This is an optimization exercise on Yosys and OpenROAD, whose aim is small area, a short achievable clock period and few clock cycles per item, not a production implementation.

==> v6 <==
Design flow_hash, start of the top module:
module flow_hash (
    input  wire         clk,
    input  wire         rst,
    input  wire [63:0]  hash_key0,
    input  wire [63:0]  hash_key1,
    input  wire [4:0]   bucket_bits,
    input  wire         in_valid,
    output wire         in_ready,
    input  wire         in_ipv6,
    input  wire         in_sym,
    input  wire [7:0]   in_proto,
    input  wire [15:0]  in_zone,
    input  wire [15:0]  in_sport,
    input  wire [15:0]  in_dport,
    input  wire [127:0] in_saddr,
    input  wire [127:0] in_daddr,
    output wire         out_valid,
    input  wire         out_ready,
    output wire [63:0]  out_hash,
    output wire [3:0]   out_shard,
    output wire [21:0]  out_bucket,
    output wire [15:0]  out_group,
    output wire         out_key_swap
);
==> module flow_hash, before the edit <==
module flow_hash (
    input  wire         clk,
    input  wire         rst,
    input  wire [63:0]  hash_key0,
    input  wire [63:0]  hash_key1,
    input  wire [4:0]   bucket_bits,
    input  wire         in_valid,
    output wire         in_ready,
    input  wire         in_ipv6,
    input  wire         in_sym,
    input  wire [7:0]   in_proto,
    input  wire [15:0]  in_zone,
    input  wire [15:0]  in_sport,
    input  wire [15:0]  in_dport,
    input  wire [127:0] in_saddr,
    input  wire [127:0] in_daddr,
    output wire         out_valid,
    input  wire         out_ready,
    output wire [63:0]  out_hash,
    output wire [3:0]   out_shard,
    output wire [21:0]  out_bucket,
    output wire [15:0]  out_group,
    output wire         out_key_swap
);
    reg          busy;            
    reg  [3:0]   cnt;             
    reg          ipv6;
    reg          key_swap;
    reg          seen;            
    reg          swap_pre;        
    reg  [63:0]  v0, v1, v2, v3;
    reg  [63:0]  s0;              
    reg  [63:0]  s1, s2, s3, s4;  
    reg  [63:0]  mw;              
    reg          res_full;
    reg  [63:0]  res_hash;
    reg          res_swap;
    reg  [4:0]   bb;
    wire [127:0] sa = in_ipv6 ? in_saddr : {96'd0, in_saddr[31:0]};
    wire [127:0] da = in_ipv6 ? in_daddr : {96'd0, in_daddr[31:0]};
    wire src_gt = (sa > da) || ((sa == da) && (in_sport > in_dport));
    wire swap   = swap_pre;
    wire [15:0]  kp_s = swap ? in_dport : in_sport;
    wire [15:0]  kp_d = swap ? in_sport : in_dport;
    wire [63:0] m0_new;
    wire [63:0] sa_hi, sa_lo, da_hi, da_lo;
    byte_rev64 u_m0 (.d({in_ipv6 ? 8'h06 : 8'h04, in_proto, in_zone, kp_s, kp_d}), .q(m0_new));
    byte_rev64 u_s1 (.d(in_saddr[127:64]), .q(sa_hi));
    byte_rev64 u_s2 (.d(in_saddr[63:0]),   .q(sa_lo));
    byte_rev64 u_s3 (.d(in_daddr[127:64]), .q(da_hi));
    byte_rev64 u_s4 (.d(in_daddr[63:0]),   .q(da_lo));
    wire [3:0]  last_cnt = ipv6 ? 4'd15 : 4'd9;
    wire [3:0]  fin_cnt  = ipv6 ? 4'd12 : 4'd6;
    wire        odd_comp = cnt[0] && (cnt < fin_cnt);   
    wire        pre_fin  = cnt == fin_cnt - 4'd1;       
    wire        last     = busy && (cnt == last_cnt);
    wire [2:0]  nw = cnt[3:1] + 3'd1;
    reg  [63:0] m_next;
    always @(*) begin
        m_next = 64'd0;
        if (ipv6) begin
            case (nw)
            3'd1: m_next = key_swap ? s3 : s1;
            3'd2: m_next = key_swap ? s4 : s2;
            3'd3: m_next = key_swap ? s1 : s3;
            3'd4: m_next = key_swap ? s2 : s4;
            3'd5: m_next = {8'd40, 56'd0};
            default: m_next = 64'd0;
            endcase
        end else begin
            case (nw)
            3'd1: m_next = key_swap ? {s2[63:32], s4[63:32]} : {s4[63:32], s2[63:32]};
            3'd2: m_next = {8'd16, 56'd0};
            default: m_next = 64'd0;
            endcase
        end
    end
    wire [63:0] n0, n1, n2, n3, nh;
    sip_round u_round (
        .v0_i(v0), .v1_i(v1), .v2_i(v2), .v3_i(v3),
        .v0_o(n0), .v1_o(n1), .v2_o(n2), .v3_o(n3), .h_o(nh)
    );
    wire   finish  = last && !res_full;
    assign in_ready = seen && (!busy || finish);
    wire   accept  = in_valid && in_ready;
    wire   init    = !busy || last;
    always @(posedge clk) begin
        if (init) begin
            v0 <= hash_key0 ^ 64'h736f6d6570736575;
            v1 <= hash_key1 ^ 64'h646f72616e646f6d;
            v2 <= hash_key0 ^ 64'h6c7967656e657261;
            v3 <= hash_key1 ^ 64'h7465646279746573 ^ (in_ready ? m0_new : s0);
            cnt <= 4'd0;
        end else begin
            v0 <= odd_comp ? n0 ^ mw : n0;
            v1 <= n1;
            v2 <= pre_fin ? n2 ^ 64'hff : n2;
            v3 <= odd_comp ? n3 ^ m_next : n3;
            cnt <= cnt + 4'd1;
        end
        if (in_ready) begin
            s0 <= m0_new;
            s1 <= sa_hi;
            s2 <= sa_lo;
            s3 <= da_hi;
            s4 <= da_lo;
            ipv6 <= in_ipv6;
            key_swap <= swap;
        end
        if (in_ready)
            mw <= m0_new;
        else if (last)
            mw <= s0;
        else if (cnt[0])
            mw <= m_next;
        if (finish) begin
            res_hash <= nh;
            res_swap <= key_swap;
        end
        swap_pre <= in_sym && src_gt;
        bb <= bucket_bits;
        if (rst) begin
            busy <= 1'b0;
            res_full <= 1'b0;
            seen <= 1'b0;
        end else begin
            seen <= in_valid && !accept;
            if (!busy || finish)
                busy <= accept;
            if (finish)
                res_full <= 1'b1;
            else if (out_ready)
                res_full <= 1'b0;
        end
    end
    wire [21:0] bucket_mask = (bb >= 5'd22) ? 22'h3fffff
                                            : ((22'd1 << bb) - 22'd1);
    assign out_valid    = res_full;
    assign out_hash     = res_hash;
    assign out_shard    = res_hash[63:60];
    assign out_bucket   = res_hash[21:0] & bucket_mask;
    assign out_group    = out_bucket[15:0];
    assign out_key_swap = res_swap;
endmodule
export LEC_CHECK = 0
export CAP_MARGIN = 20
export CORE_MARGIN = 2
export CORE_UTILIZATION = 40
export SETUP_SLACK_MARGIN = 5
export SLEW_MARGIN = 20
export SYNTH_HIERARCHICAL = 1
export SYNTH_MINIMUM_KEEP_SIZE = 0
create_clock -name core_clock -period 11.0 [get_ports {clk}]
run.sh (not shown) runs the stock make flow with config.mk's settings and CLKGATE_MAP_FILE= SYNTH_SCRIPT=/design/flow/synth_recipe.tcl, a recipe that flattens the netlist after the stock synthesis.
==> v19: changes against v6 <==
--- a/flow/design.v
+++ b/flow/design.v
@@ -29,9 +29,9 @@
     reg          seen;            
     reg          swap_pre;        
     reg  [63:0]  v0, v1, v2, v3;
-    reg  [63:0]  s0;              
     reg  [63:0]  s1, s2, s3, s4;  
     reg  [63:0]  mw;              
+    reg          pend;
     reg          res_full;
     reg  [63:0]  res_hash;
     reg          res_swap;
@@ -81,7 +81,9 @@
         .v0_o(n0), .v1_o(n1), .v2_o(n2), .v3_o(n3), .h_o(nh)
     );
     wire   finish  = last && !res_full;
-    assign in_ready = seen && (!busy || finish);
+    wire   park    = last && res_full;
+    wire   unpark  = pend && !res_full;
+    assign in_ready = seen && !pend && (!busy || finish);
     wire   accept  = in_valid && in_ready;
     wire   init    = !busy || last;
     always @(posedge clk) begin
@@ -89,7 +91,7 @@
             v0 <= hash_key0 ^ 64'h736f6d6570736575;
             v1 <= hash_key1 ^ 64'h646f72616e646f6d;
             v2 <= hash_key0 ^ 64'h6c7967656e657261;
-            v3 <= hash_key1 ^ 64'h7465646279746573 ^ (in_ready ? m0_new : s0);
+            v3 <= hash_key1 ^ 64'h7465646279746573 ^ m0_new;
             cnt <= 4'd0;
         end else begin
             v0 <= odd_comp ? n0 ^ mw : n0;
@@ -99,7 +101,6 @@
             cnt <= cnt + 4'd1;
         end
         if (in_ready) begin
-            s0 <= m0_new;
             s1 <= sa_hi;
             s2 <= sa_lo;
             s3 <= da_hi;
@@ -107,15 +108,18 @@
             ipv6 <= in_ipv6;
             key_swap <= swap;
         end
-        if (in_ready)
+        if (park)
+            mw <= nh;
+        else if (in_ready)
             mw <= m0_new;
-        else if (last)
-            mw <= s0;
-        else if (cnt[0])
+        else if (busy && cnt[0])
             mw <= m_next;
         if (finish) begin
             res_hash <= nh;
             res_swap <= key_swap;
+        end else if (unpark) begin
+            res_hash <= mw;
+            res_swap <= key_swap;
         end
         swap_pre <= in_sym && src_gt;
         bb <= bucket_bits;
@@ -123,11 +127,16 @@
             busy <= 1'b0;
             res_full <= 1'b0;
             seen <= 1'b0;
+            pend <= 1'b0;
         end else begin
             seen <= in_valid && !accept;
-            if (!busy || finish)
+            if (!busy || last)
                 busy <= accept;
-            if (finish)
+            if (park)
+                pend <= 1'b1;
+            else if (unpark)
+                pend <= 1'b0;
+            if (finish || unpark)
                 res_full <= 1'b1;
             else if (out_ready)
                 res_full <= 1'b0;
==> flow/flow/run.sh (new file) <==
#!/bin/bash
bash standard.sh SETUP_SLACK_MARGIN=6 finish > standard.log 2>&1
==> flow/standard.sh (new file) <==
#!/bin/bash
# synth_recipe.tcl (not shown) runs the flow's synth.tcl, then flattens the netlist and writes it again
# the make line also repeats each setting of config.mk as NAME=value (left out here)
make -C /OpenROAD-flow-scripts/flow DESIGN_CONFIG=/design/flow/config.mk WORK_HOME=/design/flow/orfs CLKGATE_MAP_FILE= SYNTH_SCRIPT=/design/flow/synth_recipe.tcl "${@:-finish}"
--- a/flow/config.mk
+++ b/flow/config.mk
@@ -7,7 +7,7 @@
 export LEC_CHECK = 0
 export CAP_MARGIN = 20
 export CORE_MARGIN = 2
-export CORE_UTILIZATION = 40
+export CORE_UTILIZATION = 60
 export SETUP_SLACK_MARGIN = 5
 export SLEW_MARGIN = 20
 export SYNTH_HIERARCHICAL = 1
removed: flow/run.sh
==> summary.md <==
For this run, the top clock speed supported by timing is 163.0 MHz. The detail-routed net length per standard cell was 36.32 µm. Total number of sequential cells: 720. Wire segments on met2 add up to 127600 µm in the final route. The number of detailed-routing iterations run before antenna repair was 6. In the final layout, flip-flops and latches take up 28.08% of the cell area. The minimum clock period after layout came out at 6.135 ns.

The final period utilization was 55.77%; the non-clock buffering overhead in the final layout was 10.89%. The fill cell instance count of the final layout was 12250; the count of vias placed by the detailed router was 45410. The run finished with no timing, DRC or antenna violations. For the final-layout clock buffer total, the log shows 130.
-- figures above: v6

==> summary.md <==
For the CTS buffer count, the log shows 75. The run gives 55950 µm² as the post-placement cell area. The flow halted during global routing. The tool reported: "[ERROR GRT-0232] Routing congestion too high. Check the congestion heatmap in the GUI". For the met3 track demand over resource in global routing, the log shows 60.64%. The run stopped with a tool error. Entering global routing, the biggest net connects 143 pins. The Yosys step of the flow raised 7 warnings. The initial utilization of the core area, before any placement, comes to 60.69%. The maximum root-to-sink buffer count is 3, and the weighted congestion at the end of routability-driven global placement is 1.209. The run gives 51760 µm² as the post-synthesis instance area.
-- figures above: v19

Function was not checked in any run of this note: the RTL went through the layout flow alone.

separate check: timing with driven ports:
In the flow no input, the clock included, has a driving cell. The finished layout below was timed again as built, in two steps. Step 1 assumes that a clkbuf_16 drives the clock port and a buf_2 every other input. Step 2 moves the port delays by t, midway between the first and last clock arrival at a register: inputs arrive t later, outputs are due t later. That takes back most of the time a late clock gives input paths. Slacks: ideal ports / drivers / drivers and shift; pairs: ideal ports / drivers.
run: v6
t (ns): 0.790
setup WS [ns]: 4.865 / 4.865 / 4.735
latest minus earliest clock arrival (ns): 0.033 / 0.033
slew at the worst register clock pin (ns): 0.07 / 0.07
After both steps setup and hold are still met in v6. The setup slack of v6 moves by 0.000 ns with the drivers and by -0.130 ns with both steps.
